Source: an optimization exercise on an open RTL-to-GDS flow (aim: small area, a short achievable clock period and few clock cycles per item). Production flows keep margins and buffers that such runs may drop.
Function was checked by simulation only, so behaviour that the tests miss may differ from the original.

===== design/flow/run.sh =====
#!/bin/bash
# synth_recipe.tcl (not shown) runs the flow's synth.tcl, then flattens the netlist and writes it again
# the make line also repeats each setting of config.mk as NAME=value (left out here)
make -C /OpenROAD-flow-scripts/flow DESIGN_CONFIG=/design/flow/config.mk WORK_HOME=/design/flow/orfs CLKGATE_MAP_FILE= SYNTH_SCRIPT=/design/flow/synth_recipe.tcl finish

===== design/flow/config.mk =====
export PLATFORM = sky130hd
export DESIGN_NAME = aes_engine
export DESIGN_NICKNAME = aes_engine
export VERILOG_FILES = /design/flow/design.v
export SDC_FILE = /design/flow/constraint.sdc
export NUM_CORES = 4
export LEC_CHECK = 0
export CAP_MARGIN = 20
export CELL_PAD_IN_SITES_DETAIL_PLACEMENT = 1
export CELL_PAD_IN_SITES_GLOBAL_PLACEMENT = 2
export CORE_MARGIN = 2
export CORE_UTILIZATION = 30
export SLEW_MARGIN = 20

===== design/flow/constraint.sdc =====
create_clock -name core_clock -period 12.0 [get_ports {clk}]
set_input_delay 2.4000 -clock core_clock [delete_from_list [all_inputs] [get_ports {clk}]]
set_output_delay 2.4000 -clock core_clock [all_outputs]
set_load 0.01 [all_outputs]

===== design/flow/design.v =====
module aes_sbox_a (input wire [7:0] a, output wire [3:0] m);
    wire U0, U1, U2, U3, U4, U5, U6, U7;
    wire T1, T2, T3, T4, T5, T6, T7, T8, T9, T10, T11, T12, T13, T14, T15, T16, T17, T18, T19, T20, T21, T22, T23, T24, T25, T26, T27, M1, M2, M3, M4, M5, M6, M7, M8, M9, M10, M11, M12, M13, M14, M15, M16, M17, M18, M19, M20, M21, M22, M23, M24, M25, M26, M27, M28, M29, M30, M31, M32, M33, M34, M35, M36, M37, M38, M39, M40;
    assign U0 = a[7];
    assign U1 = a[6];
    assign U2 = a[5];
    assign U3 = a[4];
    assign U4 = a[3];
    assign U5 = a[2];
    assign U6 = a[1];
    assign U7 = a[0];
    assign T1 = U0 ^ U3;
    assign T2 = U0 ^ U5;
    assign T3 = U0 ^ U6;
    assign T4 = U3 ^ U5;
    assign T5 = U4 ^ U6;
    assign T6 = T1 ^ T5;
    assign T7 = U1 ^ U2;
    assign T8 = U7 ^ T6;
    assign T9 = U7 ^ T7;
    assign T10 = T6 ^ T7;
    assign T11 = U1 ^ U5;
    assign T12 = U2 ^ U5;
    assign T13 = T3 ^ T4;
    assign T14 = T6 ^ T11;
    assign T15 = T5 ^ T11;
    assign T16 = T5 ^ T12;
    assign T17 = T9 ^ T16;
    assign T18 = U3 ^ U7;
    assign T19 = T7 ^ T18;
    assign T20 = T1 ^ T19;
    assign T21 = U6 ^ U7;
    assign T22 = T7 ^ T21;
    assign T23 = T2 ^ T22;
    assign T24 = T2 ^ T10;
    assign T25 = T20 ^ T17;
    assign T26 = T3 ^ T16;
    assign T27 = T1 ^ T12;
    assign M1 = T13 & T6;
    assign M2 = T23 & T8;
    assign M3 = T14 ^ M1;
    assign M4 = T19 & U7;
    assign M5 = M4 ^ M1;
    assign M6 = T3 & T16;
    assign M7 = T22 & T9;
    assign M8 = T26 ^ M6;
    assign M9 = T20 & T17;
    assign M10 = M9 ^ M6;
    assign M11 = T1 & T15;
    assign M12 = T4 & T27;
    assign M13 = M12 ^ M11;
    assign M14 = T2 & T10;
    assign M15 = M14 ^ M11;
    assign M16 = M3 ^ M2;
    assign M17 = M5 ^ T24;
    assign M18 = M8 ^ M7;
    assign M19 = M10 ^ M15;
    assign M20 = M16 ^ M13;
    assign M21 = M17 ^ M15;
    assign M22 = M18 ^ M13;
    assign M23 = M19 ^ T25;
    assign M24 = M22 ^ M23;
    assign M25 = M22 & M20;
    assign M26 = M21 ^ M25;
    assign M27 = M20 ^ M21;
    assign M28 = M23 ^ M25;
    assign M29 = M28 & M27;
    assign M30 = M26 & M24;
    assign M31 = M20 & M23;
    assign M32 = M27 & M31;
    assign M33 = M27 ^ M25;
    assign M34 = M21 & M22;
    assign M35 = M24 & M34;
    assign M36 = M24 ^ M25;
    assign M37 = M21 ^ M29;
    assign M38 = M32 ^ M33;
    assign M39 = M23 ^ M30;
    assign M40 = M35 ^ M36;
    assign m[3] = M37;
    assign m[2] = M38;
    assign m[1] = M39;
    assign m[0] = M40;
endmodule
module aes_sbox_b (input wire [7:0] a, input wire [3:0] m, output wire [7:0] y);
    wire U0, U1, U2, U3, U4, U5, U6, U7;
    wire M37, M38, M39, M40;
    wire T1, T2, T3, T4, T5, T6, T7, T8, T9, T10, T11, T12, T13, T15, T16, T17, T18, T19, T20, T21, T22, T23, T27, M41, M42, M43, M44, M45, M46, M47, M48, M49, M50, M51, M52, M53, M54, M55, M56, M57, M58, M59, M60, M61, M62, M63, L0, L1, L2, L3, L4, L5, L6, L7, L8, L9, L10, L11, L12, L13, L14, L15, L16, L17, L18, L19, L20, L21, L22, L23, L24, L25, L26, L27, L28, L29, S0, S1, S2, S3, S4, S5, S6, S7;
    assign U0 = a[7];
    assign U1 = a[6];
    assign U2 = a[5];
    assign U3 = a[4];
    assign U4 = a[3];
    assign U5 = a[2];
    assign U6 = a[1];
    assign U7 = a[0];
    assign T1 = U0 ^ U3;
    assign T2 = U0 ^ U5;
    assign T3 = U0 ^ U6;
    assign T4 = U3 ^ U5;
    assign T5 = U4 ^ U6;
    assign T6 = T1 ^ T5;
    assign T7 = U1 ^ U2;
    assign T8 = U7 ^ T6;
    assign T9 = U7 ^ T7;
    assign T10 = T6 ^ T7;
    assign T11 = U1 ^ U5;
    assign T12 = U2 ^ U5;
    assign T13 = T3 ^ T4;
    assign T15 = T5 ^ T11;
    assign T16 = T5 ^ T12;
    assign T17 = T9 ^ T16;
    assign T18 = U3 ^ U7;
    assign T19 = T7 ^ T18;
    assign T20 = T1 ^ T19;
    assign T21 = U6 ^ U7;
    assign T22 = T7 ^ T21;
    assign T23 = T2 ^ T22;
    assign T27 = T1 ^ T12;
    assign M41 = M38 ^ M40;
    assign M42 = M37 ^ M39;
    assign M43 = M37 ^ M38;
    assign M44 = M39 ^ M40;
    assign M45 = M42 ^ M41;
    assign M46 = M44 & T6;
    assign M47 = M40 & T8;
    assign M48 = M39 & U7;
    assign M49 = M43 & T16;
    assign M50 = M38 & T9;
    assign M51 = M37 & T17;
    assign M52 = M42 & T15;
    assign M53 = M45 & T27;
    assign M54 = M41 & T10;
    assign M55 = M44 & T13;
    assign M56 = M40 & T23;
    assign M57 = M39 & T19;
    assign M58 = M43 & T3;
    assign M59 = M38 & T22;
    assign M60 = M37 & T20;
    assign M61 = M42 & T1;
    assign M62 = M45 & T4;
    assign M63 = M41 & T2;
    assign L0 = M61 ^ M62;
    assign L1 = M50 ^ M56;
    assign L2 = M46 ^ M48;
    assign L3 = M47 ^ M55;
    assign L4 = M54 ^ M58;
    assign L5 = M49 ^ M61;
    assign L6 = M62 ^ L5;
    assign L7 = M46 ^ L3;
    assign L8 = M51 ^ M59;
    assign L9 = M52 ^ M53;
    assign L10 = M53 ^ L4;
    assign L11 = M60 ^ L2;
    assign L12 = M48 ^ M51;
    assign L13 = M50 ^ L0;
    assign L14 = M52 ^ M61;
    assign L15 = M55 ^ L1;
    assign L16 = M56 ^ L0;
    assign L17 = M57 ^ L1;
    assign L18 = M58 ^ L8;
    assign L19 = M63 ^ L4;
    assign L20 = L0 ^ L1;
    assign L21 = L1 ^ L7;
    assign L22 = L3 ^ L12;
    assign L23 = L18 ^ L2;
    assign L24 = L15 ^ L9;
    assign L25 = L6 ^ L10;
    assign L26 = L7 ^ L9;
    assign L27 = L8 ^ L10;
    assign L28 = L11 ^ L14;
    assign L29 = L11 ^ L17;
    assign S0 = L6 ^ L24;
    assign S1 = ~(L16 ^ L26);
    assign S2 = ~(L19 ^ L28);
    assign S3 = L6 ^ L21;
    assign S4 = L20 ^ L22;
    assign S5 = L25 ^ L29;
    assign S6 = ~(L13 ^ L27);
    assign S7 = ~(L6 ^ L23);
    assign y[7] = S0;
    assign y[6] = S1;
    assign y[5] = S2;
    assign y[4] = S3;
    assign y[3] = S4;
    assign y[2] = S5;
    assign y[1] = S6;
    assign y[0] = S7;
    assign M37 = m[3];
    assign M38 = m[2];
    assign M39 = m[1];
    assign M40 = m[0];
endmodule
module aes_engine (
    input  wire         clk,
    input  wire         rst,         
    input  wire         in_valid,
    output wire         in_ready,
    input  wire         aes256,      
    input  wire [255:0] key,
    input  wire [127:0] din,         
    output reg          out_valid,
    output reg  [127:0] dout         
);
    reg          s_busy, p_busy;
    reg          s_m256, p_m256;
    reg  [3:0]   s_rnd,  p_rnd;
    reg  [127:0] s_state;            
    reg  [255:0] s_kw,   p_kw;       
    reg  [127:0] p_u;                
    reg  [63:0]  p_m;                
    reg  [15:0]  p_km;               
    reg          ready;
    assign in_ready = ready;
    wire take = in_valid && ready;
    wire [127:0] u = s_state ^ s_kw[127:0];
    wire [63:0]  m;
    wire [15:0]  km;
    genvar gi;
    generate
        for (gi = 0; gi < 16; gi = gi + 1) begin : g_sa
            aes_sbox_a u_sa (.a(u[127 - 8*gi -: 8]), .m(m[63 - 4*gi -: 4]));
        end
        for (gi = 0; gi < 4; gi = gi + 1) begin : g_ksa
            aes_sbox_a u_ksa (.a(s_kw[31 - 8*gi -: 8]), .m(km[15 - 4*gi -: 4]));
        end
    endgenerate
    wire [127:0] sub;
    generate
        for (gi = 0; gi < 16; gi = gi + 1) begin : g_sb
            aes_sbox_b u_sb (.a(p_u[127 - 8*gi -: 8]), .m(p_m[63 - 4*gi -: 4]),
                             .y(sub[127 - 8*gi -: 8]));
        end
    endgenerate
    wire [127:0] shifted;
    generate
        for (gi = 0; gi < 16; gi = gi + 1) begin : g_shift
            localparam integer R = gi % 4;
            localparam integer C = gi / 4;
            localparam integer SRC = R + 4 * ((C + R) % 4);
            assign shifted[127 - 8*gi -: 8] = sub[127 - 8*SRC -: 8];
        end
    endgenerate
    wire [127:0] mixed;
    generate
        for (gi = 0; gi < 4; gi = gi + 1) begin : g_mix
            wire [7:0] a0 = shifted[127 - 32*gi      -: 8];
            wire [7:0] a1 = shifted[127 - 32*gi -  8 -: 8];
            wire [7:0] a2 = shifted[127 - 32*gi - 16 -: 8];
            wire [7:0] a3 = shifted[127 - 32*gi - 24 -: 8];
            wire [7:0] x0 = {a0[6:0], 1'b0} ^ (a0[7] ? 8'h1b : 8'h00);
            wire [7:0] x1 = {a1[6:0], 1'b0} ^ (a1[7] ? 8'h1b : 8'h00);
            wire [7:0] x2 = {a2[6:0], 1'b0} ^ (a2[7] ? 8'h1b : 8'h00);
            wire [7:0] x3 = {a3[6:0], 1'b0} ^ (a3[7] ? 8'h1b : 8'h00);
            assign mixed[127 - 32*gi      -: 8] = x0 ^ x1 ^ a1 ^ a2 ^ a3;
            assign mixed[127 - 32*gi -  8 -: 8] = a0 ^ x1 ^ x2 ^ a2 ^ a3;
            assign mixed[127 - 32*gi - 16 -: 8] = a0 ^ a1 ^ x2 ^ x3 ^ a3;
            assign mixed[127 - 32*gi - 24 -: 8] = x0 ^ a0 ^ a1 ^ a2 ^ x3;
        end
    endgenerate
    wire [31:0] ksub;
    generate
        for (gi = 0; gi < 4; gi = gi + 1) begin : g_ksb
            aes_sbox_b u_ksb (.a(p_kw[31 - 8*gi -: 8]), .m(p_km[15 - 4*gi -: 4]),
                              .y(ksub[31 - 8*gi -: 8]));
        end
    endgenerate
    wire p_last  = (p_rnd == 4'd0);
    wire p_swap  = p_m256 && (p_rnd == 4'd13);
    wire use_rot = !p_m256 || !p_rnd[0];
    wire [3:0] rcon_idx = p_m256 ? (4'd6 - {1'b0, p_rnd[3:1]}) : (4'd9 - p_rnd);
    reg  [7:0] rcon;
    always @(*) begin
        case (rcon_idx)
            4'd0: rcon = 8'h01;
            4'd1: rcon = 8'h02;
            4'd2: rcon = 8'h04;
            4'd3: rcon = 8'h08;
            4'd4: rcon = 8'h10;
            4'd5: rcon = 8'h20;
            4'd6: rcon = 8'h40;
            4'd7: rcon = 8'h80;
            4'd8: rcon = 8'h1b;
            4'd9: rcon = 8'h36;
            default: rcon = 8'h00;
        endcase
    end
    wire [31:0]  t    = use_rot ? ({ksub[23:0], ksub[31:24]} ^ {rcon, 24'h0}) : ksub;
    wire [127:0] base = p_m256 ? p_kw[255:128] : p_kw[127:0];
    wire [31:0]  q1   = base[127:96] ^ base[95:64];
    wire [31:0]  q2   = q1 ^ base[63:32];
    wire [31:0]  q3   = q2 ^ base[31:0];
    wire [127:0] next_key = {base[127:96] ^ t, q1 ^ t, q2 ^ t, q3 ^ t};
    wire n_free     = !s_busy || (s_rnd == 4'd0);
    wire n_conflict = take ? aes256
                           : (p_busy && !p_last && p_m256 && (p_rnd >= 4'd11));
    always @(posedge clk) begin
        p_busy <= s_busy;
        p_m256 <= s_m256;
        p_rnd  <= s_rnd;
        p_u    <= u;
        p_m    <= m;
        p_kw   <= s_kw;
        p_km   <= km;
        if (ready) begin
            s_m256  <= aes256;
            s_rnd   <= aes256 ? 4'd13 : 4'd9;
            s_state <= din;
            s_kw    <= {key[127:0], key[255:128]};
        end else begin
            s_m256  <= p_m256;
            s_rnd   <= p_rnd - 4'd1;
            s_state <= mixed;
            s_kw    <= {p_kw[127:0], p_swap ? p_kw[255:128] : next_key};
        end
        dout <= shifted ^ next_key;
        if (rst) begin
            s_busy    <= 1'b0;
            p_busy    <= 1'b0;
            out_valid <= 1'b0;
            ready     <= 1'b1;
        end else begin
            s_busy    <= take || (!ready && p_busy && !p_last);
            out_valid <= p_busy && p_last;
            ready     <= n_free && !n_conflict;
        end
    end
endmodule

==> out/results.ini, run 1 <==
[finish]
drive_above_1_share_pct = 9.53
nets = 8197
synthToLayoutAreaGrowth_pct = 19.2

[cts]
cts_tree = built
clock_latency_ns = 0.79
post_cts_resized = 0
htreeDepth = 4
cts_hold_buf = 0
cts.clk_slew.worst_paths_ns = 0.06
postCtsSetupRepairBufs = 0
cts.sink_count = 990
numCtsBuffers = 130
clk_path_buf_depth = 3
cts-root-buf = clkbuf_16

[timing]
worst_clock_skew_ns = 0.0309
hold_slack_ns = 0.307
finalCriticalPeriod_ns = 5.16
max_freq_mhz = 194
finalSetupTns_ns = 0
post-route-period-util_pct = 43.0
slew_headroom_pct = 21.2
drv_slew = 0
finalWorstSetupSlack_ns = 6.84
worst_pin_slew_ns = 1.17
finalSetupViolCount = 0
final_hold_viol_count = 0
rsz0062_at_grt = no

[placed_design]
port_buffers = 517
gp_congestion = 0.892
hpwl_um = 250000
pre_cts_ws_ns = 6.94

[global_routing]
grt_max_degree = 73
antenna_found_initial = 34
track_usage_pct = 25.9
grt_pass1_wl_um = 425000
grt-ovfl-total = 0
grt_pass1_vias = 55300

[worst_setup_path]
reg2reg_from = p_rnd[1]$_DFF_P_
arrival_ns = 5.80
reg2reg_depth = 11
critical_path_class = register to register
r2r_end = s_kw[31]$_DFF_P_
critPathRequiredTime_ns = 12.64
timing.critical_path.from_type = register
crit_path_end_kind = register
critPathMaxFanout = 18
setup.worst_path.start = p_rnd[1]$_DFF_P_
reg2reg_slack_ns = 6.84

[logic_synthesis]
yosys.area.top_type = dfxtp_1
synthFlopType = dfxtp_1
ys_types = 109
synth.most_common_cell = xnor2_1
ys_ff_latch = 990
syn_nets = 7816
syn_inst = 7383
syn_area_um2 = 67900
synth_top_area_share_pct = 29.2
synthTopCellsByArea = dfxtp_1 (29%), xnor2_1 (22%), xor2_1 (8.8%), xnor3_1 (3.7%), nand2_1 (3.3%)
ys_seq_area_share_pct = 29.2
synth_warnings = 1
yosys-top-cells-count = xnor2_1 (1681), dfxtp_1 (990), xor2_1 (679)
async_flop_share_pct = 0
synth.avg_cell_area_um2 = 9.20
synth_edf_count = 0

[detailed_routing]
routed_wl_um = 305000
avgViaCountPerCell = 4.95
num_vias = 53900
drt_first_pass_iters = 5
antenna_left = 0
avgRoutedWirePerCell_um = 28.1
initialDrtViolationCount = 3351
drc = 0

[floorplan]
initial_core_util_pct = 30.2
core_area_um2 = 225000
dieArea_um2 = 230000
die_width_um = 480
ios = 518
rows = 174
die_h_um = 480

[min_path]
hold_path_end = p_kw[214]$_DFF_P_
holdPathStages = 0
hp-class = register to register
hp-start = s_kw[214]$_DFF_P_

[status]
outcome = no timing/DRC/antenna violations

[run]
max_cap_viol_count = 0

-- state kept, by name, summed over array words and instances (netlist names), 4 cells and up --
register / flops
p_kw: 256
s_kw: 256
dout: 128
p_u: 128
s_state: 128
p_m: 64
p_km: 16
p_rnd: 4
s_rnd: 4
-- area by class of cell --
class | instances | area (µm²)
Clock buffer | 171 | 3730
Clock inverter | 65 | 963
Sequential cell | 990 | 19800
Tap cell | 2992 | 3740
Timing Repair Buffer | 613 | 5910
Antenna cell | 17 | 42.5
Fill cell | 25400 | 144000
Inverter | 171 | 648
Multi-Input combinational cell | 5858 | 46100
-- cell families after synthesis --
kind of cell,count (synthesis),share of synthesized area [%]
XOR/XNOR,2643,38.9
AO/OA/AOI/OAI,1245,11.5
flip-flops,990,29.2
adder cells (fa/ha/maj),45,0.829
buffers and inverters,535,3.28
multiplexers,414,6.47
AND/OR/NAND/NOR,1511,9.87
-- worst max-delay path, cell delays in order (launching register included) --
cell and delay [ns]:
dfxtp_1 0.72, inv_1 0.23, ha_1 0.30, xnor2_1 0.51, o21ai_0 0.31, nor3_1 0.86
nor2_1 0.12, o21ai_0 0.19, nor4bb_1 0.75, and2_1 0.64, mux2i_1 0.28, a32oi_1 0.12
-- metal layers --
| metal | GRT usage [%] | routed length, µm | vias up |
|---|---|---|---|
| met5 | 0 | 25 | - |
| met4 | 8.38 | 10500 | 4 |
| met3 | 3.04 | 11700 | 256 |
| met2 | 41.7 | 138000 | 1181 |
| met1 | 35.8 | 145000 | 26900 |
| li1 | - | - | 25500 |
-- how the worst max path moves through the flow --
stage | endpoint | cells after the start
after floorplan | s_state[99]$_DFF_P_ | 12
after global placement | s_kw[27]$_DFF_P_ | 10
after detailed placement | s_kw[31]$_DFF_P_ | 11
after CTS | s_kw[31]$_DFF_P_ | 11
after global routing | s_kw[31]$_DFF_P_ | 11
final | s_kw[31]$_DFF_P_ | 11
-- placed cells by master (no fill, tap or decap), types with 32 or more instances in the layout --
cell	count
o211ai_1	32
o21ai_0	349
ha_1	45
xnor2_2	109
nand2_1	592
mux2_2	188
o22ai_1	52
xnor3_1	112
buf_4	92
o21ai_1	95
xnor2_1	1658
inv_1	153
nand3_1	82
mux2i_1	218
nand2b_1	55
a22oi_1	87
clkbuf_16	136
xor2_1	677
dfxtp_1	988
clkdlybuf4s50_1	517
or3_1	34
a211oi_1	39
a21oi_1	286
nor2_1	477
nor3_1	78
-- through the flow --
| step | instance area, µm² | std cells | utilization (%) |
|---|---|---|---|
| after global placement | 76100 | 10600 | 33.8 |
| after CTS | 81000 | 10900 | 36.0 |
| after floorplan | 67900 | 7383 | - |
| final | 81000 | 10900 | 36.0 |
| after global routing | 81000 | 10900 | 36.0 |
| after detailed placement | 76300 | 10600 | 33.9 |
Testbench counts, summed over its fixed seeds: cycles 24,932, items 2,048.
==> inputs of run 2 (changes only) <==
--- a/design/flow/design.v
+++ b/design/flow/design.v
@@ -1,2 +1,2 @@
-module aes_sbox_a (input wire [7:0] a, output wire [3:0] m);
+module aes_sbox_a (input wire [7:0] a, output wire [3:0] m, output wire [4:0] x);
     wire U0, U1, U2, U3, U4, U5, U6, U7;
@@ -82,7 +82,12 @@
     assign m[0] = M40;
+    assign x[4] = T8;
+    assign x[3] = T10;
+    assign x[2] = T17;
+    assign x[1] = T20;
+    assign x[0] = T23;
 endmodule
-module aes_sbox_b (input wire [7:0] a, input wire [3:0] m, output wire [7:0] y);
+module aes_sbox_b (input wire [7:0] a, input wire [3:0] m, input wire [4:0] x, output wire [7:0] y);
     wire U0, U1, U2, U3, U4, U5, U6, U7;
-    wire M37, M38, M39, M40;
-    wire T1, T2, T3, T4, T5, T6, T7, T8, T9, T10, T11, T12, T13, T15, T16, T17, T18, T19, T20, T21, T22, T23, T27, M41, M42, M43, M44, M45, M46, M47, M48, M49, M50, M51, M52, M53, M54, M55, M56, M57, M58, M59, M60, M61, M62, M63, L0, L1, L2, L3, L4, L5, L6, L7, L8, L9, L10, L11, L12, L13, L14, L15, L16, L17, L18, L19, L20, L21, L22, L23, L24, L25, L26, L27, L28, L29, S0, S1, S2, S3, S4, S5, S6, S7;
+    wire M37, M38, M39, M40, T8, T10, T17, T20, T23;
+    wire T1, T2, T3, T4, T5, T6, T7, T9, T11, T12, T13, T15, T16, T18, T19, T21, T22, T27, M41, M42, M43, M44, M45, M46, M47, M48, M49, M50, M51, M52, M53, M54, M55, M56, M57, M58, M59, M60, M61, M62, M63, L0, L1, L2, L3, L4, L5, L6, L7, L8, L9, L10, L11, L12, L13, L14, L15, L16, L17, L18, L19, L20, L21, L22, L23, L24, L25, L26, L27, L28, L29, S0, S1, S2, S3, S4, S5, S6, S7;
     assign U0 = a[7];
@@ -95,2 +100,11 @@
     assign U7 = a[0];
+    assign M37 = m[3];
+    assign M38 = m[2];
+    assign M39 = m[1];
+    assign M40 = m[0];
+    assign T8 = x[4];
+    assign T10 = x[3];
+    assign T17 = x[2];
+    assign T20 = x[1];
+    assign T23 = x[0];
     assign T1 = U0 ^ U3;
@@ -102,5 +116,3 @@
     assign T7 = U1 ^ U2;
-    assign T8 = U7 ^ T6;
     assign T9 = U7 ^ T7;
-    assign T10 = T6 ^ T7;
     assign T11 = U1 ^ U5;
@@ -110,9 +122,6 @@
     assign T16 = T5 ^ T12;
-    assign T17 = T9 ^ T16;
     assign T18 = U3 ^ U7;
     assign T19 = T7 ^ T18;
-    assign T20 = T1 ^ T19;
     assign T21 = U6 ^ U7;
     assign T22 = T7 ^ T21;
-    assign T23 = T2 ^ T22;
     assign T27 = T1 ^ T12;
@@ -187,6 +196,2 @@
     assign y[0] = S7;
-    assign M37 = m[3];
-    assign M38 = m[2];
-    assign M39 = m[1];
-    assign M40 = m[0];
 endmodule
@@ -210,9 +215,18 @@
     reg  [63:0]  p_m;                
+    reg  [79:0]  p_x;                
     reg  [15:0]  p_km;               
+    reg  [19:0]  p_kx;               
+    reg          p_last;             
+    reg          p_swap;             
+    reg          p_rot;              
+    reg  [7:0]   p_rcon;             
+    reg          ready_o;            
     reg          ready;
-    assign in_ready = ready;
-    wire take = in_valid && ready;
+    assign in_ready = ready_o;
+    wire take = in_valid && ready_o;
     wire [127:0] u = s_state ^ s_kw[127:0];
     wire [63:0]  m;
+    wire [79:0]  x;
     wire [15:0]  km;
+    wire [19:0]  kx;
     genvar gi;
@@ -220,6 +234,6 @@
         for (gi = 0; gi < 16; gi = gi + 1) begin : g_sa
-            aes_sbox_a u_sa (.a(u[127 - 8*gi -: 8]), .m(m[63 - 4*gi -: 4]));
+            aes_sbox_a u_sa (.a(u[127 - 8*gi -: 8]), .m(m[63 - 4*gi -: 4]), .x(x[79 - 5*gi -: 5]));
         end
         for (gi = 0; gi < 4; gi = gi + 1) begin : g_ksa
-            aes_sbox_a u_ksa (.a(s_kw[31 - 8*gi -: 8]), .m(km[15 - 4*gi -: 4]));
+            aes_sbox_a u_ksa (.a(s_kw[31 - 8*gi -: 8]), .m(km[15 - 4*gi -: 4]), .x(kx[19 - 5*gi -: 5]));
         end
@@ -229,3 +243,3 @@
         for (gi = 0; gi < 16; gi = gi + 1) begin : g_sb
-            aes_sbox_b u_sb (.a(p_u[127 - 8*gi -: 8]), .m(p_m[63 - 4*gi -: 4]),
+            aes_sbox_b u_sb (.a(p_u[127 - 8*gi -: 8]), .m(p_m[63 - 4*gi -: 4]), .x(p_x[79 - 5*gi -: 5]),
                              .y(sub[127 - 8*gi -: 8]));
@@ -262,3 +276,3 @@
         for (gi = 0; gi < 4; gi = gi + 1) begin : g_ksb
-            aes_sbox_b u_ksb (.a(p_kw[31 - 8*gi -: 8]), .m(p_km[15 - 4*gi -: 4]),
+            aes_sbox_b u_ksb (.a(p_kw[31 - 8*gi -: 8]), .m(p_km[15 - 4*gi -: 4]), .x(p_kx[19 - 5*gi -: 5]),
                               .y(ksub[31 - 8*gi -: 8]));
@@ -266,6 +280,3 @@
     endgenerate
-    wire p_last  = (p_rnd == 4'd0);
-    wire p_swap  = p_m256 && (p_rnd == 4'd13);
-    wire use_rot = !p_m256 || !p_rnd[0];
-    wire [3:0] rcon_idx = p_m256 ? (4'd6 - {1'b0, p_rnd[3:1]}) : (4'd9 - p_rnd);
+    wire [3:0] rcon_idx = s_m256 ? (4'd6 - {1'b0, s_rnd[3:1]}) : (4'd9 - s_rnd);
     reg  [7:0] rcon;
@@ -286,8 +297,14 @@
     end
-    wire [31:0]  t    = use_rot ? ({ksub[23:0], ksub[31:24]} ^ {rcon, 24'h0}) : ksub;
+    wire         k_new  = !ready && !p_swap;
+    wire         k_rot  = k_new && p_rot;
+    wire         k_nrot = k_new && !p_rot;
+    wire [31:0]  t    = ({ksub[23:0], ksub[31:24]} & {32{k_rot}}) | (ksub & {32{k_nrot}});
     wire [127:0] base = p_m256 ? p_kw[255:128] : p_kw[127:0];
-    wire [31:0]  q1   = base[127:96] ^ base[95:64];
+    wire [31:0]  q0   = base[127:96] ^ {p_rcon, 24'h0};
+    wire [31:0]  q1   = q0 ^ base[95:64];
     wire [31:0]  q2   = q1 ^ base[63:32];
     wire [31:0]  q3   = q2 ^ base[31:0];
-    wire [127:0] next_key = {base[127:96] ^ t, q1 ^ t, q2 ^ t, q3 ^ t};
+    wire [127:0] a    = ready  ? key[255:128] :
+                        p_swap ? p_kw[255:128] : {q0, q1, q2, q3};
+    wire [127:0] next_newer = a ^ {t, t, t, t};
     wire n_free     = !s_busy || (s_rnd == 4'd0);
@@ -299,6 +316,12 @@
         p_rnd  <= s_rnd;
+        p_last <= (s_rnd == 4'd0);
+        p_swap <= s_m256 && (s_rnd == 4'd13);
+        p_rot  <= !s_m256 || !s_rnd[0];
+        p_rcon <= (!s_m256 || !s_rnd[0]) ? rcon : 8'h00;
         p_u    <= u;
         p_m    <= m;
+        p_x    <= x;
         p_kw   <= s_kw;
         p_km   <= km;
+        p_kx   <= kx;
         if (ready) begin
@@ -307,3 +330,3 @@
             s_state <= din;
-            s_kw    <= {key[127:0], key[255:128]};
+            s_kw[255:128] <= key[127:0];
         end else begin
@@ -312,5 +335,6 @@
             s_state <= mixed;
-            s_kw    <= {p_kw[127:0], p_swap ? p_kw[255:128] : next_key};
+            s_kw[255:128] <= p_kw[127:0];
         end
-        dout <= shifted ^ next_key;
+        s_kw[127:0] <= next_newer;
+        dout <= shifted ^ ({q0, q1, q2, q3} ^ {4{ksub[23:0], ksub[31:24]}});
         if (rst) begin
@@ -320,2 +344,3 @@
             ready     <= 1'b1;
+            ready_o   <= 1'b0;
         end else begin
@@ -324,2 +349,3 @@
             ready     <= n_free && !n_conflict;
+            ready_o   <= n_free && !n_conflict;
         end
==> design/flow/flow/run.sh (new file) <==
#!/bin/bash
# Layout: the standard flow (standard.sh), with the standard synthesis
# unchanged. Only two things differ from the standard layout:
#  - timing repair (after floorplan, CTS and global routing) aims for
#    SETUP_SLACK_MARGIN ns of setup slack at the design's clock, so the
#    resizer sizes the critical paths instead of stopping at 12 ns;
#  - the port buffers are buf_2 cells instead of the default delay buffers.
# Gate cloning stays off so that every register keeps its name and count.
# Each step's full output is in synth.log and layout.log here, and in the
# per-step logs ORFS writes under orfs/logs.
set -uo pipefail
MARGIN=$(cat flow/margin.txt)
bash standard.sh synth > synth.log 2>&1 || exit 1
bash standard.sh SETUP_SLACK_MARGIN="$MARGIN" SKIP_GATE_CLONING=1 \
    BUFFER_PORTS_ARGS="-buffer_cell sky130_fd_sc_hd__buf_2" finish > layout.log 2>&1 || exit 1
==> design/flow/flow/margin.txt (new file) <==
8.5
==> design/flow/standard.sh (new file) <==
#!/bin/bash
# synth_recipe.tcl (not shown) runs the flow's synth.tcl, then flattens the netlist and writes it again
# the make line also repeats each setting of config.mk as NAME=value (left out here)
make -C /OpenROAD-flow-scripts/flow DESIGN_CONFIG=/design/flow/config.mk WORK_HOME=/design/flow/orfs CLKGATE_MAP_FILE= SYNTH_SCRIPT=/design/flow/synth_recipe.tcl "${@:-finish}"
--- a/design/flow/config.mk
+++ b/design/flow/config.mk
@@ -11,3 +11,3 @@
 export CORE_MARGIN = 2
-export CORE_UTILIZATION = 30
+export CORE_UTILIZATION = 50
 export SLEW_MARGIN = 20
removed: design/flow/run.sh
==> out/results.ini, run 2 <==
[worst_setup_path]
critPathRequiredTime_ns = 9.60  ; was 12.64 ns
reg2reg_from = p_u[122]$_DFF_P_  ; was p_rnd[1]$_DFF_P_
critical_path_class = register to output port  ; was register to register
setup.worst_path.start = dout[102]$_DFF_P_  ; was p_rnd[1]$_DFF_P_
path_cells = buf_6  ; was inv_1 > ha_1 > xnor2_1 > o21ai_0 > nor3_1 > nor2_1 > o21ai_0 > nor4bb_1 > and2_1 > mux2i_1 > a32oi_1
crit_slowest_cell = dfxtp_4  ; was nor3_1
cp.buffers_inverters = 1  ; unchanged
timing.critical_path.from_type = register  ; unchanged
critPathMaxFanout = 1  ; was 18
critical_path.top_delay_family = flip-flops  ; was simple AND/OR/NAND/NOR gates
cpPeakStageDelay_ns = 0.44  ; was 0.86 ns
arrival_ns = 1.38  ; was 5.80 ns
crit_path_end_kind = output port  ; was register

[cts]
cts.clk_slew.worst_paths_ns = 0.07  ; was 0.06 ns
clock_latency_ns = 0.82  ; was 0.79 ns
cts.sink_count = 1102  ; was 990
cts_tree = built  ; unchanged
numCtsBuffers = 131  ; was 130
cts-root-buf = clkbuf_16  ; unchanged
clk_path_buf_depth = 3  ; unchanged
htreeDepth = 4  ; unchanged
cts_hold_buf = 0  ; unchanged

[logic_synthesis]
syn_area_um2 = 70300  ; was 67900 µm²
synth.most_common_cell = xnor2_1  ; unchanged
yosys.area.top_type = dfxtp_1  ; unchanged
synth_top_area_share_pct = 31.4  ; was 29.2%
synthMuxAreaShare_pct = 6.12  ; was 6.47%
ys_ff_latch = 1102  ; was 990
synthSimpleGateAreaFrac_pct = 8.02  ; was 9.87%
yosys.area_share.adder_pct = 0.840  ; was 0.829%
synth_edf_count = 0  ; unchanged
synth.avg_cell_area_um2 = 9.69  ; was 9.20 µm²
ys_seq_area_share_pct = 31.4  ; was 29.2%
syn_nets = 7688  ; was 7816
yosys-top-cells-count = xnor2_1 (1721), dfxtp_1 (1102), xor2_1 (616)  ; was xnor2_1 (1681), dfxtp_1 (990), xor2_1 (679)
synthFlopType = dfxtp_1  ; unchanged
ys_types = 99  ; was 109
syn_inst = 7256  ; was 7383
synth_warnings = 1  ; unchanged
synth_compound_area_share_pct = 10.5  ; was 11.5%
async_flop_share_pct = 0  ; unchanged
synthXorXnorAreaFrac_pct = 40.2  ; was 38.9%
synth_top_family_by_area = XOR/XNOR gates  ; unchanged
synthTopCellsByArea = dfxtp_1 (31%), xnor2_1 (21%), xor2_1 (7.7%), xnor3_1 (7.0%), mux2_2 (3.1%)  ; was dfxtp_1 (29%), xnor2_1 (22%), xor2_1 (8.8%), xnor3_1 (3.7%), nand2_1 (3.3%)

[timing]
slew_headroom_pct = 12.9  ; was 21.2%
rsz0062_at_grt = yes  ; was no
finalSetupViolCount = 0  ; unchanged
max_freq_mhz = 264  ; was 194 MHz
final_hold_viol_count = 0  ; unchanged
worst_pin_slew_ns = 1.30  ; was 1.17 ns
drv_slew = 0  ; unchanged
worst_clock_skew_ns = 0.0285  ; was 0.0309 ns
finalCriticalPeriod_ns = 3.78  ; was 5.16 ns
finalSetupTns_ns = 0  ; unchanged
finalWorstSetupSlack_ns = 8.22  ; was 6.84 ns
post-route-period-util_pct = 31.5  ; was 43.0%
hold_slack_ns = 0.315  ; was 0.307 ns

[placed_design]
gp_congestion = 0.988  ; was 0.892
dp_cells = 9437  ; was 10600
port_buffers = 517  ; unchanged
pre_cts_ws_ns = 7.28  ; was 6.94 ns
hpwl_um = 222000  ; was 250000 µm
place_area_um2 = 74800  ; was 76300 µm²

[global_routing]
antenna_found_initial = 16  ; was 34
grt_pass1_wl_um = 400000  ; was 425000 µm
grt_pass1_vias = 56900  ; was 55300
grt_max_degree = 186  ; was 73
track_usage_pct = 38.6  ; was 25.9%
grt-ovfl-total = 0  ; unchanged

[floorplan]
core_area_um2 = 140000  ; was 225000 µm²
ios = 518  ; unchanged
dieArea_um2 = 144000  ; was 230000 µm²
rows = 137  ; was 174
die_width_um = 379  ; was 480 µm
initial_core_util_pct = 50.4  ; was 30.2%
die_h_um = 379  ; was 480 µm

[finish]
nFillCells = 15100  ; was 25400
fin_cells = 9825  ; was 10900
nets = 8269  ; was 8197
final_cell_mix = xnor2_1 (1445), dfxtp_1 (874), nand2_1 (508)  ; was xnor2_1 (1658), dfxtp_1 (988), xor2_1 (677)
synthToLayoutAreaGrowth_pct = 22.7  ; was 19.2%
post-route-cell-area_um2 = 86200  ; was 81000 µm²
utilization_pct = 61.8  ; was 36.0%
final_common_cell = xnor2_1  ; unchanged
top_regs = p_kw (256), s_kw (256)  ; unchanged
drive_above_1_share_pct = 26.3  ; was 9.53%

[detailed_routing]
initialDrtViolationCount = 4980  ; was 3351
drt_first_pass_iters = 6  ; was 5
routed_wl_um = 290000  ; was 305000 µm
avgViaCountPerCell = 5.79  ; was 4.95
antenna_left = 0  ; unchanged
drc = 0  ; unchanged
avgRoutedWirePerCell_um = 29.5  ; was 28.1 µm
num_vias = 56900  ; was 53900

[min_path]
hp-class = register to register  ; unchanged
hp-start = s_kw[178]$_DFF_P_  ; was s_kw[214]$_DFF_P_

[run]
max_cap_viol_count = 0  ; unchanged

[status]
outcome = no timing/DRC/antenna violations  ; unchanged

## run 2: cell count changes in the layout (fill, tap and decap cells not counted), moves of 146 or more
cell and delta:
dfxtp_2 +186, buf_2 +432, xor2_1 -189, xnor2_2 +146
clkdlybuf4s50_1 -517, xnor2_1 -213
## run 2: final timing paths
kind	slack [ns]	depth (start not counted)	end
worst min register to register	0.31	0	p_kw[178]$_DFF_P_
worst max register to register	8.30	10	s_state[103]$_DFF_P_
worst max-delay path	8.22	1	dout[102]
worst min-delay path	0.31	0	p_kw[178]$_DFF_P_
## run 2: routing by layer
metal / share of wire [%] / global-route usage, % / vias to the layer above
li1: - / - / 25400
met1: 40 / 49.4 / 28500
met2: 46 / 60.9 / 2299
met3: 7.5 / 6.88 / 635
met4: 7.1 / 22.9 / 6
met5: 0.012 / 0 / -
## run 2: what timing repair did
action,4_1_cts,5_1_grt
endpoints found under the setup margin,496,425
resized for setup,614,428
setup buffers,44,99
pin swaps,41,68
## run 2: area by class of cell
type,instances,area [µm²],share of cell area (%)
antenna,5,12.5,0.0145
clock buffer,184,3710,4.30
clock inverter,56,785,0.910
inverter,181,709,0.823
multi-input combinational,5655,51100,59.3
sequential,1102,22500,26.0
tap,1876,2350,2.72
timing repair buffer,766,5110,5.92
## run 2: cells by family after synthesis
family,after synthesis
muxes,398
xor gates and xnor gates,2698
buffers and inverters,499
adders and majority gates,48
DFF,1102
AOI/OAI and AO/OA,1190
and+or+nand+nor,1321
Testbench counts of run 2, summed over its fixed seeds: cycles 24,932, items 2,048.
==> inputs of run 3 (changes only) <==
--- a/design/flow/design.v
+++ b/design/flow/design.v
@@ -212,3 +212,5 @@
     reg  [127:0] s_state;            
-    reg  [255:0] s_kw,   p_kw;       
+    reg  [255:0] s_kw;               
+    reg  [127:0] p_nw;               
+    reg  [127:0] p_q;                
     reg  [127:0] p_u;                
@@ -219,5 +221,4 @@
     reg          p_last;             
-    reg          p_swap;             
     reg          p_rot;              
-    reg  [7:0]   p_rcon;             
+    reg          p_nrot;             
     reg          ready_o;            
@@ -276,3 +277,3 @@
         for (gi = 0; gi < 4; gi = gi + 1) begin : g_ksb
-            aes_sbox_b u_ksb (.a(p_kw[31 - 8*gi -: 8]), .m(p_km[15 - 4*gi -: 4]), .x(p_kx[19 - 5*gi -: 5]),
+            aes_sbox_b u_ksb (.a(p_nw[31 - 8*gi -: 8]), .m(p_km[15 - 4*gi -: 4]), .x(p_kx[19 - 5*gi -: 5]),
                               .y(ksub[31 - 8*gi -: 8]));
@@ -297,8 +298,6 @@
     end
-    wire         k_new  = !ready && !p_swap;
-    wire         k_rot  = k_new && p_rot;
-    wire         k_nrot = k_new && !p_rot;
-    wire [31:0]  t    = ({ksub[23:0], ksub[31:24]} & {32{k_rot}}) | (ksub & {32{k_nrot}});
-    wire [127:0] base = p_m256 ? p_kw[255:128] : p_kw[127:0];
-    wire [31:0]  q0   = base[127:96] ^ {p_rcon, 24'h0};
+    wire         x_swap = s_m256 && (s_rnd == 4'd13);
+    wire         x_rot  = !s_m256 || !s_rnd[0];
+    wire [127:0] base = s_m256 ? s_kw[255:128] : s_kw[127:0];
+    wire [31:0]  q0   = base[127:96] ^ {x_rot ? rcon : 8'h00, 24'h0};
     wire [31:0]  q1   = q0 ^ base[95:64];
@@ -306,5 +305,5 @@
     wire [31:0]  q3   = q2 ^ base[31:0];
-    wire [127:0] a    = ready  ? key[255:128] :
-                        p_swap ? p_kw[255:128] : {q0, q1, q2, q3};
-    wire [127:0] next_newer = a ^ {t, t, t, t};
+    wire [127:0] q    = x_swap ? s_kw[255:128] : {q0, q1, q2, q3};
+    wire [31:0]  t  = ({ksub[23:0], ksub[31:24]} & {32{p_rot}}) | (ksub & {32{p_nrot}});
+    wire [127:0] rk = p_q ^ {t, t, t, t};
     wire n_free     = !s_busy || (s_rnd == 4'd0);
@@ -317,5 +316,6 @@
         p_last <= (s_rnd == 4'd0);
-        p_swap <= s_m256 && (s_rnd == 4'd13);
-        p_rot  <= !s_m256 || !s_rnd[0];
-        p_rcon <= (!s_m256 || !s_rnd[0]) ? rcon : 8'h00;
+        p_rot  <= !x_swap && x_rot;
+        p_nrot <= !x_swap && !x_rot;
+        p_q    <= q;
+        p_nw   <= s_kw[127:0];
         p_u    <= u;
@@ -323,3 +323,2 @@
         p_x    <= x;
-        p_kw   <= s_kw;
         p_km   <= km;
@@ -330,3 +329,3 @@
             s_state <= din;
-            s_kw[255:128] <= key[127:0];
+            s_kw    <= {key[127:0], key[255:128]};
         end else begin
@@ -335,6 +334,5 @@
             s_state <= mixed;
-            s_kw[255:128] <= p_kw[127:0];
+            s_kw    <= {p_nw, rk};
         end
-        s_kw[127:0] <= next_newer;
-        dout <= shifted ^ ({q0, q1, q2, q3} ^ {4{ksub[23:0], ksub[31:24]}});
+        dout <= shifted ^ rk;
         if (rst) begin
==> design/flow/flow/margin.txt (replaced) <==
8.3
==> out/results.ini, run 3 <==
[logic_synthesis]
synth.most_common_cell = xnor2_1  ; unchanged
yosys-top-cells-count = xnor2_1 (1353), dfxtp_1 (1094), xor2_1 (791)  ; was xnor2_1 (1721), dfxtp_1 (1102), xor2_1 (616)
ys_seq_area_share_pct = 32.9  ; was 31.4%
syn_nets = 7140  ; was 7688
synth_warnings = 1  ; unchanged
synth_top_area_share_pct = 32.9  ; was 31.4%
synth_edf_count = 0  ; unchanged
synthTopCellsByArea = dfxtp_1 (33%), xnor2_1 (18%), xor2_1 (10%), xnor3_1 (8.3%), mux2_2 (3.6%)  ; was dfxtp_1 (31%), xnor2_1 (21%), xor2_1 (7.7%), xnor3_1 (7.0%), mux2_2 (3.1%)
ys_types = 93  ; was 99
synthFlopType = dfxtp_1  ; unchanged
yosys.area.top_type = dfxtp_1  ; unchanged
async_flop_share_pct = 0  ; unchanged
syn_area_um2 = 66500  ; was 70300 µm²
ys_ff_latch = 1094  ; was 1102
synth.avg_cell_area_um2 = 9.92  ; was 9.69 µm²
syn_inst = 6708  ; was 7256

[floorplan]
die_width_um = 369  ; was 379 µm
rows = 133  ; was 137
core_area_um2 = 132000  ; was 140000 µm²
dieArea_um2 = 136000  ; was 144000 µm²
die_h_um = 369  ; was 379 µm
initial_core_util_pct = 50.5  ; was 50.4%
ios = 518  ; unchanged

[timing]
drv_slew = 0  ; unchanged
final_hold_viol_count = 0  ; unchanged
worst_clock_skew_ns = 0.0334  ; was 0.0285 ns
finalWorstSetupSlack_ns = 8.30  ; was 8.22 ns
finalCriticalPeriod_ns = 3.70  ; was 3.78 ns
rsz0062_at_grt = yes  ; unchanged
finalSetupTns_ns = 0  ; unchanged
finalSetupViolCount = 0  ; unchanged
worst_pin_slew_ns = 1.15  ; was 1.30 ns
post-route-period-util_pct = 30.9  ; was 31.5%
slew_headroom_pct = 23.6  ; was 12.9%
max_freq_mhz = 270  ; was 264 MHz

[worst_setup_path]
crit_slowest_cell = xnor2_1  ; was dfxtp_4
critPathRequiredTime_ns = 12.66  ; was 9.60 ns
cpPeakStageDelay_ns = 0.79  ; was 0.44 ns
critPathMaxFanout = 7  ; was 1
crit_path_end_kind = register  ; was output port
cp.buffers_inverters = 0  ; was 1
critPathMostFrequentCell = xnor2_1
timing.critical_path.from_type = register  ; unchanged
arrival_ns = 4.36  ; was 1.38 ns
path_cells = xnor2_1 > nor2_1 > a22oi_1 > xnor2_1 > xnor2_1 > xnor2_1 > xor3_1 > xor2_1 > o21ai_0  ; was buf_6
critical_path.top_delay_family = XOR/XNOR gates  ; was flip-flops
critical_path_class = register to register  ; was register to output port

[finish]
final_cell_mix = xnor2_1 (1207), dfxtp_1 (995), xor2_1 (702)  ; was xnor2_1 (1445), dfxtp_1 (874), nand2_1 (508)
nFillCells = 14400  ; was 15100
multiInputGateArea_um2 = 45100  ; was 51100 µm²
utilization_pct = 59.0  ; was 61.8%
fin_cells = 9018  ; was 9825
synthToLayoutAreaGrowth_pct = 16.9  ; was 22.7%
largest_register_ffs = 256
seqCellArea_um2 = 22100  ; was 22500 µm²
final_common_cell = xnor2_1  ; unchanged
drive_above_1_share_pct = 21.1  ; was 26.3%
nets = 7590  ; was 8269
top_register = s_kw

[cts]
cts.sink_count = 1094  ; was 1102
cts_hold_buf = 0  ; unchanged
htreeDepth = 3  ; was 4
cts_tree = built  ; unchanged
cts-root-buf = clkbuf_16  ; unchanged
clk_path_buf_depth = 3  ; unchanged
numCtsBuffers = 119  ; was 131
clock_latency_ns = 0.78  ; was 0.82 ns
cts.clk_slew.worst_paths_ns = 0.06  ; was 0.07 ns

[run]
max_cap_viol_count = 0  ; unchanged

[global_routing]
grt-ovfl-total = 0  ; unchanged
grt_pass1_wl_um = 350000  ; was 400000 µm
track_usage_pct = 35.1  ; was 38.6%
grt_pass1_vias = 51300  ; was 56900
antenna_found_initial = 25  ; was 16
grt_max_degree = 173  ; was 186

[detailed_routing]
avgRoutedWirePerCell_um = 27.3  ; was 29.5 µm
avgViaCountPerCell = 5.58  ; was 5.79
initialDrtViolationCount = 3574  ; was 4980
routed_wl_um = 246000  ; was 290000 µm
drc = 0  ; unchanged
antenna_left = 0  ; unchanged
drt_first_pass_iters = 6  ; unchanged
num_vias = 50300  ; was 56900

[placed_design]
pre_cts_ws_ns = 7.68  ; was 7.28 ns
hpwl_um = 195000  ; was 222000 µm
dp_cells = 8745  ; was 9437
gp_congestion = 0.968  ; was 0.988
port_buffers = 517  ; unchanged

[status]
outcome = no timing/DRC/antenna violations  ; unchanged

[min_path]
hp-class = register to register  ; unchanged

## run 3: cell count changes after synthesis, sizes merged, moves of 20 or more
cell    delta
xnor2    -388
a21oi    -179
xor2     +175
o21ai    +110
nor2      -78
mux2i     -67
a211oi    -52
o22ai     -45
nand2     +40
a31oi     -29
nor3      -28
xnor3     +22
buf       -20
## run 3: logic make-up (layout without fill, tap and decap cells)
family	Yosys count	in the layout	synth area share, %
AO/OA/AOI/OAI	980	980	9.10
XOR/XNOR	2516	2516	40.6
flip-flops	1094	1094	32.9
other	0	7	0
AND/OR/NAND/NOR	1264	1264	8.11
adder cells (fa/ha/maj)	48	48	0.888
multiplexers	343	343	5.56
buffers and inverters	463	1011	2.86
## run 3: stage by stage
stage / instance area (µm²) / hold WS, ns
final: 77800 / 0.386
after CTS: 76300 / 0.383
after detailed placement: 70600 / 0.371
after floorplan: 66500 / 0.326
after global routing: 77800 / 0.391
after global placement: 70600 / 0.369
## run 3: path summary, 6_finish.rpt
path	startpoint	to	slack, ns	cells after the start
hold reg to reg	s_kw[110]$_DFF_P_	p_nw[110]$_DFF_P_	0.39	0
hold / removal	s_kw[110]$_DFF_P_	p_nw[110]$_DFF_P_	0.39	0
setup / recovery	p_m[12]$_DFF_P_	s_state[9]$_DFF_P_	8.30	9
setup reg to reg	p_m[12]$_DFF_P_	s_state[9]$_DFF_P_	8.30	9
## run 3: area by class of cell
cell class | instances | share of cell area, %
clock inverter | 54 | 0.944
multi-input combinational | 5151 | 58.0
sequential | 1094 | 28.4
tap | 1755 | 2.82
clock buffer | 165 | 4.36
antenna | 7 | 0.0225
inverter | 160 | 0.772
timing repair buffer | 632 | 4.77
## run 3: timing repair
action / 4_1_cts / 5_1_grt
pin swaps: 16 / 16
endpoints found under the setup margin: 309 / 271
hold endpoints to repair: 0 / 0
buffers inserted: 25 / 22
resized for setup: 235 / 219
## run 3: worst register-to-register path, stage by stage (launching register included)
cell	delay [ns]
dfxtp_1	0.44
xnor2_1	0.48
nor2_1	0.15
a22oi_1	0.35
xnor2_1	0.17
xnor2_1	0.79
xnor2_1	0.32
xor3_1	0.52
xor2_1	0.20
o21ai_0	0.19
## run 3: per-layer routing
layer | share of wire [%] | up-vias | global-route usage (%)
li1 | - | 23100 | -
met1 | 43 | 25200 | 47.0
met2 | 46 | 1567 | 56.8
met3 | 5.6 | 418 | 4.41
met4 | 5.1 | 10 | 15.4
met5 | 0.029 | - | 0
Testbench counts of run 3, summed over its fixed seeds: cycles 24,932, items 2,048.
==> inputs of run 4 (changes only) <==
==> design/flow/flow/margin.txt (replaced) <==
8.25
--- a/design/flow/config.mk
+++ b/design/flow/config.mk
@@ -12,2 +12,4 @@
 export CORE_UTILIZATION = 50
+export CTS_CLUSTER_DIAMETER = 100
+export CTS_CLUSTER_SIZE = 30
 export SLEW_MARGIN = 20
==> out/results.ini, run 4 <==
[logic_synthesis]
syn_nets = 7140  ; unchanged
syn_area_um2 = 66500  ; unchanged
synthFlopType = dfxtp_1  ; unchanged
synth_warnings = 1  ; unchanged
synthXorXnorAreaFrac_pct = 40.6  ; unchanged
synthTopCellsByArea = dfxtp_1 (33%), xnor2_1 (18%), xor2_1 (10%), xnor3_1 (8.3%), mux2_2 (3.6%)  ; unchanged
yosys-top-cells-count = xnor2_1 (1353), dfxtp_1 (1094), xor2_1 (791)  ; unchanged
ys_types = 93  ; unchanged
synth_edf_count = 0  ; unchanged
async_flop_share_pct = 0  ; unchanged
synth_top_family_by_area = XOR/XNOR gates  ; unchanged
yosys.area.top_type = dfxtp_1  ; unchanged
synth.most_common_cell = xnor2_1  ; unchanged
yosys.area_share.adder_pct = 0.888  ; unchanged
ys_ff_latch = 1094  ; unchanged
synth.avg_cell_area_um2 = 9.92  ; unchanged
syn_inst = 6708  ; unchanged
synthSimpleGateAreaFrac_pct = 8.11  ; unchanged
synth_top_area_share_pct = 32.9  ; unchanged
ys_seq_area_share_pct = 32.9  ; unchanged
synth_compound_area_share_pct = 9.10  ; unchanged
synthMuxAreaShare_pct = 5.56  ; unchanged

[timing]
max_freq_mhz = 266  ; was 270 MHz
worst_clock_skew_ns = 0.0320  ; was 0.0334 ns
drv_slew = 0  ; unchanged
post-route-period-util_pct = 31.3  ; was 30.9%
finalSetupTns_ns = 0  ; unchanged
finalCriticalPeriod_ns = 3.76  ; was 3.70 ns
rsz0062_at_grt = yes  ; unchanged
final_hold_viol_count = 0  ; unchanged
finalSetupViolCount = 0  ; unchanged
worst_pin_slew_ns = 1.16  ; was 1.15 ns
hold_slack_ns = 0.390  ; was 0.386 ns
slew_headroom_pct = 22.7  ; was 23.6%
finalWorstSetupSlack_ns = 8.24  ; was 8.30 ns

[floorplan]
rows = 133  ; unchanged
die_width_um = 369  ; unchanged
core_area_um2 = 132000  ; unchanged
die_h_um = 369  ; unchanged
initial_core_util_pct = 50.5  ; unchanged
dieArea_um2 = 136000  ; unchanged
ios = 518  ; unchanged

[finish]
seqCellArea_um2 = 22000  ; was 22100 µm²
drive_above_1_share_pct = 18.9  ; was 21.1%
utilization_pct = 56.7  ; was 59.0%
nFillCells = 14600  ; was 14400
top_register = s_kw  ; unchanged
largest_register_ffs = 256  ; unchanged
multiInputGateArea_um2 = 44800  ; was 45100 µm²
fin_cells = 8869  ; was 9018
final_common_cell = xnor2_1  ; unchanged
post-route-cell-area_um2 = 74800  ; was 77800 µm²
final_cell_mix = xnor2_1 (1217), dfxtp_1 (1024), xor2_1 (719)  ; was xnor2_1 (1207), dfxtp_1 (995), xor2_1 (702)
nets = 7511  ; was 7590
synthToLayoutAreaGrowth_pct = 12.4  ; was 16.9%

[cts]
cts.clk_slew.worst_paths_ns = 0.11  ; was 0.06 ns
numCtsBuffers = 49  ; was 119
cts-root-buf = clkbuf_16  ; unchanged
htreeDepth = 2  ; was 3
clock_latency_ns = 0.73  ; was 0.78 ns
clk_path_buf_depth = 3  ; unchanged
cts_hold_buf = 0  ; unchanged
cts.sink_count = 1094  ; unchanged
cts_tree = built  ; unchanged

[worst_setup_path]
critical_path_class = register to register  ; unchanged
r2r_end = s_state[20]$_DFF_P_  ; was s_state[9]$_DFF_P_
timing.critical_path.from_type = register  ; unchanged
arrival_ns = 4.34  ; was 4.36 ns
reg2reg_from = p_u[79]$_DFF_P_  ; was p_m[12]$_DFF_P_
reg2reg_depth = 9  ; unchanged
crit_path_end_kind = register  ; unchanged
critPathMaxFanout = 7  ; unchanged
critPathRequiredTime_ns = 12.58  ; was 12.66 ns
reg2reg_slack_ns = 8.24  ; was 8.30 ns

[global_routing]
antenna_found_initial = 22  ; was 25
grt_max_degree = 173  ; unchanged
grt_pass1_wl_um = 343000  ; was 350000 µm
track_usage_pct = 34.3  ; was 35.1%
grt-ovfl-total = 0  ; unchanged
grt_pass1_vias = 50200  ; was 51300

[detailed_routing]
drc = 0  ; unchanged
routed_wl_um = 240000  ; was 246000 µm
num_vias = 49300  ; was 50300
initialDrtViolationCount = 3516  ; was 3574
antenna_left = 0  ; unchanged
avgViaCountPerCell = 5.56  ; was 5.58
avgRoutedWirePerCell_um = 27.1  ; was 27.3 µm
drt_first_pass_iters = 5  ; was 6

[min_path]
hold_path_end = p_nw[52]$_DFF_P_  ; was p_nw[110]$_DFF_P_
hp-start = s_kw[52]$_DFF_P_  ; was s_kw[110]$_DFF_P_
holdPathStages = 0  ; unchanged
hp-class = register to register  ; unchanged

[placed_design]
pre_cts_ws_ns = 7.68  ; unchanged
dp_cells = 8745  ; unchanged
port_buffers = 517  ; unchanged
hpwl_um = 195000  ; unchanged
gp_congestion = 0.968  ; unchanged
place_area_um2 = 70600  ; unchanged

[run]
max_cap_viol_count = 0  ; unchanged

[status]
outcome = no timing/DRC/antenna violations  ; unchanged

==> run 4: cell counts after synthesis <==
Identical to the previous run, type by type.
==> run 4: how the worst max path moves through the flow <==
stage	from	to	slack [ns]	cells after the start
after floorplan	s_kw[13]$_DFF_P_	p_m[7]$_DFF_P_	8.71	11
after global placement	p_u[50]$_DFF_P_	s_state[83]$_DFF_P_	7.51	9
after detailed placement	s_m256$_DFF_P_	p_q[91]$_DFF_P_	7.68	8
after CTS	p_m[26]$_DFF_P_	s_state[70]$_DFF_P_	8.23	10
after global routing	p_m[16]$_DFF_P_	s_state[19]$_DFF_P_	8.11	9
final	p_u[79]$_DFF_P_	s_state[20]$_DFF_P_	8.24	9
==> run 4: per-layer routing <==
| metal | GRT usage [%] | part of all wire (%) | vias to the layer above |
|---|---|---|---|
| li1 | - | - | 22800 |
| met1 | 46.7 | 44 | 24700 |
| met2 | 55.2 | 45 | 1407 |
| met3 | 3.59 | 5.2 | 362 |
| met4 | 14.8 | 5.3 | 12 |
| met5 | 0 | 0.030 | - |
==> run 4: kinds of logic after synthesis <==
| group | Yosys count |
|---|---|
| AO/OA/AOI/OAI | 980 |
| XOR/XNOR | 2516 |
| adder cells (fa/ha/maj) | 48 |
| buffers and inverters | 463 |
| flip-flops | 1094 |
| multiplexers | 343 |
| AND/OR/NAND/NOR | 1264 |
==> run 4: layout make-up <==
class                           count  area share (%)
Antenna cell                        5          0.0167
Clock buffer                       52            1.66
Clock inverter                     29           0.520
Inverter                          160           0.803
Multi-Input combinational cell   5151            59.9
Sequential cell                  1094            29.4
Tap cell                         1755            2.94
Timing Repair Buffer              623            4.72
==> run 4: worst max-delay path: stages (launching register included) <==
cell and delay [ns]:
dfxtp_1 0.57, xnor2_2 0.18, xnor2_1 0.33, mux2_2 0.39
a22oi_1 0.29, xor3_1 0.46, xnor3_1 0.58, xnor2_1 0.19
xnor3_1 0.27, o21ai_1 0.36
==> run 4: timing repair <==
item,in CTS,in global routing
pin swaps,15,11
setup endpoints to repair,255,255
buffers inserted,20,18
hold endpoints to repair,0,0
gates resized for setup,150,206
==> inputs of run 5 (changes only) <==
--- a/design/flow/flow/run.sh
+++ b/design/flow/flow/run.sh
@@ -6,3 +6,3 @@
 #    resizer sizes the critical paths instead of stopping at 12 ns;
-#  - the port buffers are buf_2 cells instead of the default delay buffers.
+#  - the port buffers are buf_1 cells instead of the default delay buffers.
 # Gate cloning stays off so that every register keeps its name and count.
@@ -14,2 +14,2 @@
 bash standard.sh SETUP_SLACK_MARGIN="$MARGIN" SKIP_GATE_CLONING=1 \
-    BUFFER_PORTS_ARGS="-buffer_cell sky130_fd_sc_hd__buf_2" finish > layout.log 2>&1 || exit 1
+    BUFFER_PORTS_ARGS="-buffer_cell sky130_fd_sc_hd__buf_1" finish > layout.log 2>&1 || exit 1
==> design/flow/config.mk (replaced) <==
export PLATFORM = sky130hd
export DESIGN_NAME = aes_engine
export DESIGN_NICKNAME = aes_engine
export VERILOG_FILES = /design/flow/design.v
export SDC_FILE = /design/flow/constraint.sdc
export NUM_CORES = 4
export LEC_CHECK = 0
export CAP_MARGIN = 20
export CELL_PAD_IN_SITES_DETAIL_PLACEMENT = 0
export CELL_PAD_IN_SITES_GLOBAL_PLACEMENT = 1
export CORE_MARGIN = 2
export CORE_UTILIZATION = 50
export CTS_CLUSTER_DIAMETER = 80
export CTS_CLUSTER_SIZE = 25
export SLEW_MARGIN = 20
==> out/results.ini, run 5 <==
[status]
outcome = no timing/DRC/antenna violations  ; unchanged

[logic_synthesis]
synthTopCellsByArea = dfxtp_1 (33%), xnor2_1 (18%), xor2_1 (10%), xnor3_1 (8.3%), mux2_2 (3.6%)  ; unchanged
syn_area_um2 = 66500  ; unchanged
synthFlopType = dfxtp_1  ; unchanged
synth.most_common_cell = xnor2_1  ; unchanged
synth_warnings = 1  ; unchanged
yosys.area.top_type = dfxtp_1  ; unchanged
synth_top_area_share_pct = 32.9  ; unchanged
synth_edf_count = 0  ; unchanged
ys_ff_latch = 1094  ; unchanged
syn_nets = 7140  ; unchanged
ys_types = 93  ; unchanged
synth.avg_cell_area_um2 = 9.92  ; unchanged
async_flop_share_pct = 0  ; unchanged

[floorplan]
initial_core_util_pct = 50.5  ; unchanged
core_area_um2 = 132000  ; unchanged
ios = 518  ; unchanged
rows = 133  ; unchanged

[timing]
finalCriticalPeriod_ns = 3.74  ; was 3.76 ns
final_hold_viol_count = 0  ; unchanged
worst_pin_slew_ns = 1.23  ; was 1.16 ns
max_freq_mhz = 267  ; was 266 MHz
finalSetupViolCount = 0  ; unchanged
drv_slew = 0  ; unchanged
slew_headroom_pct = 17.7  ; was 22.7%
post-route-period-util_pct = 31.2  ; was 31.3%
rsz0062_at_grt = yes  ; unchanged

[run]
max_cap_viol_count = 0  ; unchanged

[cts]
clock_latency_ns = 0.71  ; was 0.73 ns
cts.sink_count = 1094  ; unchanged
cts_tree = built  ; unchanged
clk_path_buf_depth = 3  ; unchanged
numCtsBuffers = 71  ; was 49
cts.clk_slew.worst_paths_ns = 0.10  ; was 0.11 ns

[detailed_routing]
avgViaCountPerCell = 5.38  ; was 5.56
avgRoutedWirePerCell_um = 25.3  ; was 27.1 µm
drc = 0  ; unchanged
drt_first_pass_iters = 6  ; was 5
routed_wl_um = 225000  ; was 240000 µm
num_vias = 47800  ; was 49300

[worst_setup_path]
reg2reg_slack_ns = 8.33  ; was 8.24 ns
critical_path_class = register to output port  ; was register to register
path_cells = buf_1  ; was xnor2_2 > xnor2_1 > mux2_2 > a22oi_1 > xor3_1 > xnor3_1 > xnor2_1 > xnor3_1 > o21ai_1
crit_path_end_kind = output port  ; was register
critPathMaxFanout = 1  ; was 7
path_depth = 1  ; was 9
setup.worst_path.start = dout[62]$_DFF_P_  ; was p_u[79]$_DFF_P_
r2r_end = s_state[67]$_DFF_P_  ; was s_state[20]$_DFF_P_
timing.critical_path.from_type = register  ; unchanged
critical_path.top_delay_family = flip-flops  ; was XOR/XNOR gates
crit_slowest_cell = dfxtp_1  ; was xnor3_1
arrival_ns = 1.34  ; was 4.34 ns

[global_routing]
track_usage_pct = 32.2  ; was 34.3%
grt_pass1_vias = 45900  ; was 50200
grt-ovfl-total = 0  ; unchanged

[finish]
final_cell_mix = xnor2_1 (1237), dfxtp_1 (1033), xor2_1 (723)  ; was xnor2_1 (1217), dfxtp_1 (1024), xor2_1 (719)
seqCellArea_um2 = 22000  ; about the same
nets = 7517  ; was 7511
drive_above_1_share_pct = 11.4  ; was 18.9%
synthToLayoutAreaGrowth_pct = 12.1  ; was 12.4%
nFillCells = 12000  ; was 14600
largest_register_ffs = 256  ; unchanged
final_common_cell = xnor2_1  ; unchanged
multiInputGateArea_um2 = 44500  ; was 44800 µm²

[placed_design]
port_buffers = 517  ; unchanged
gp_congestion = 0.980  ; was 0.968
hpwl_um = 182000  ; was 195000 µm

[min_path]
hp-class = register to register  ; unchanged

-- run 5: cell counts after synthesis --
Identical to the previous run, type by type.
-- run 5: what timing repair did --
| action | in CTS | in global routing |
|---|---|---|
| pin swaps | 6 | 12 |
| gates resized for setup | 118 | 186 |
| setup buffers | 11 | 11 |
| setup endpoints to repair | 234 | 210 |
-- run 5: cells by family (layout without fill, tap and decap cells) --
| group | after synthesis | count (layout) | synth area share (%) |
|---|---|---|---|
| XOR/XNOR | 2516 | 2516 | 40.6 |
| AND/OR/NAND/NOR | 1264 | 1264 | 8.11 |
| flip-flops | 1094 | 1094 | 32.9 |
| AO/OA/AOI/OAI | 980 | 980 | 9.10 |
| buffers and inverters | 463 | 891 | 2.86 |
| multiplexers | 343 | 343 | 5.56 |
| adder cells (fa/ha/maj) | 48 | 48 | 0.888 |
| other | 0 | 4 | 0 |
-- run 5: layer usage --
| metal | up-vias | track usage [%] | wire (µm) | part of all wire [%] |
|---|---|---|---|---|
| met4 | 6 | 10.8 | 8100 | 3.6 |
| met1 | 23300 | 44.1 | 100000 | 45 |
| met3 | 258 | 4.08 | 12100 | 5.4 |
| li1 | 22900 | - | - | - |
| met2 | 1362 | 52.3 | 104000 | 46 |
| met5 | - | 0 | 42 | 0.019 |
-- run 5: stage by stage --
stage	hold slack, ns	cell area (µm²)	instances	worst slack (ns)
2_1_floorplan	0.326	66500	6708	8.71
3_3_place_gp	0.365	69900	8744	7.58
3_5_place_dp	0.369	69900	8745	7.82
4_1_cts	0.383	73400	8880	8.06
5_1_grt	0.391	74600	8893	8.17
6_report	0.385	74600	8895	8.26
-- run 5: how the worst min path moves through the flow --
stage          slack (ns)         startpoint  cells after the start                 to
3_3_place_gp         0.37  s_kw[117]$_DFF_P_                      0  p_nw[117]$_DFF_P_
6_report             0.38  s_kw[109]$_DFF_P_                      0  p_nw[109]$_DFF_P_
4_1_cts              0.38  s_kw[114]$_DFF_P_                      0  p_nw[114]$_DFF_P_
5_1_grt              0.39  s_kw[112]$_DFF_P_                      0  p_nw[112]$_DFF_P_
3_5_place_dp         0.37  s_kw[116]$_DFF_P_                      0  p_nw[116]$_DFF_P_
2_1_floorplan        0.33   s_kw[13]$_DFF_P_                      0   p_nw[13]$_DFF_P_
-- run 5: area by class of cell --
cell class / count / share of cell area (%)
multi-input combinational: 5151 / 59.7
antenna: 4 / 0.0134
clock inverter: 45 / 0.936
inverter: 160 / 0.805
clock buffer: 79 / 2.52
timing repair buffer: 607 / 3.60
sequential: 1094 / 29.5
tap: 1755 / 2.94

-- what the ideal ports hide --
In the flow no input, the clock included, has a driving cell. The finished layouts below were timed again as built, in two steps.
Step 1, drivers: a clkbuf_16 drives clk and a buf_2 each remaining input, both assumed.
Step 2 also shifts input and output timing later by t, the mid clock arrival at the registers, as if the neighbouring blocks saw the same clock.
Three values: ideal, step 1, step 2; two values: the first two.
| run | t (ns) | setup WS [ns] | hold slack, ns |
|---|---|---|---|
| run 1 | 0.873 | 6.837 / 6.837 / 6.837 | 0.307 / 0.307 / 0.307 |
| run 2 | 0.892 | 8.216 / 8.127 / 8.299 | 0.315 / 0.315 / 0.315 |
| run 3 | 0.843 | 8.297 / 8.220 / 8.297 | 0.386 / 0.386 / 0.386 |
| run 4 | 0.797 | 8.245 / 8.191 / 8.245 | 0.390 / 0.390 / 0.390 |
| run 5 | 0.778 | 8.260 / 8.173 / 8.328 | 0.385 / 0.385 / 0.385 |
After both steps every run listed still meets setup and hold.
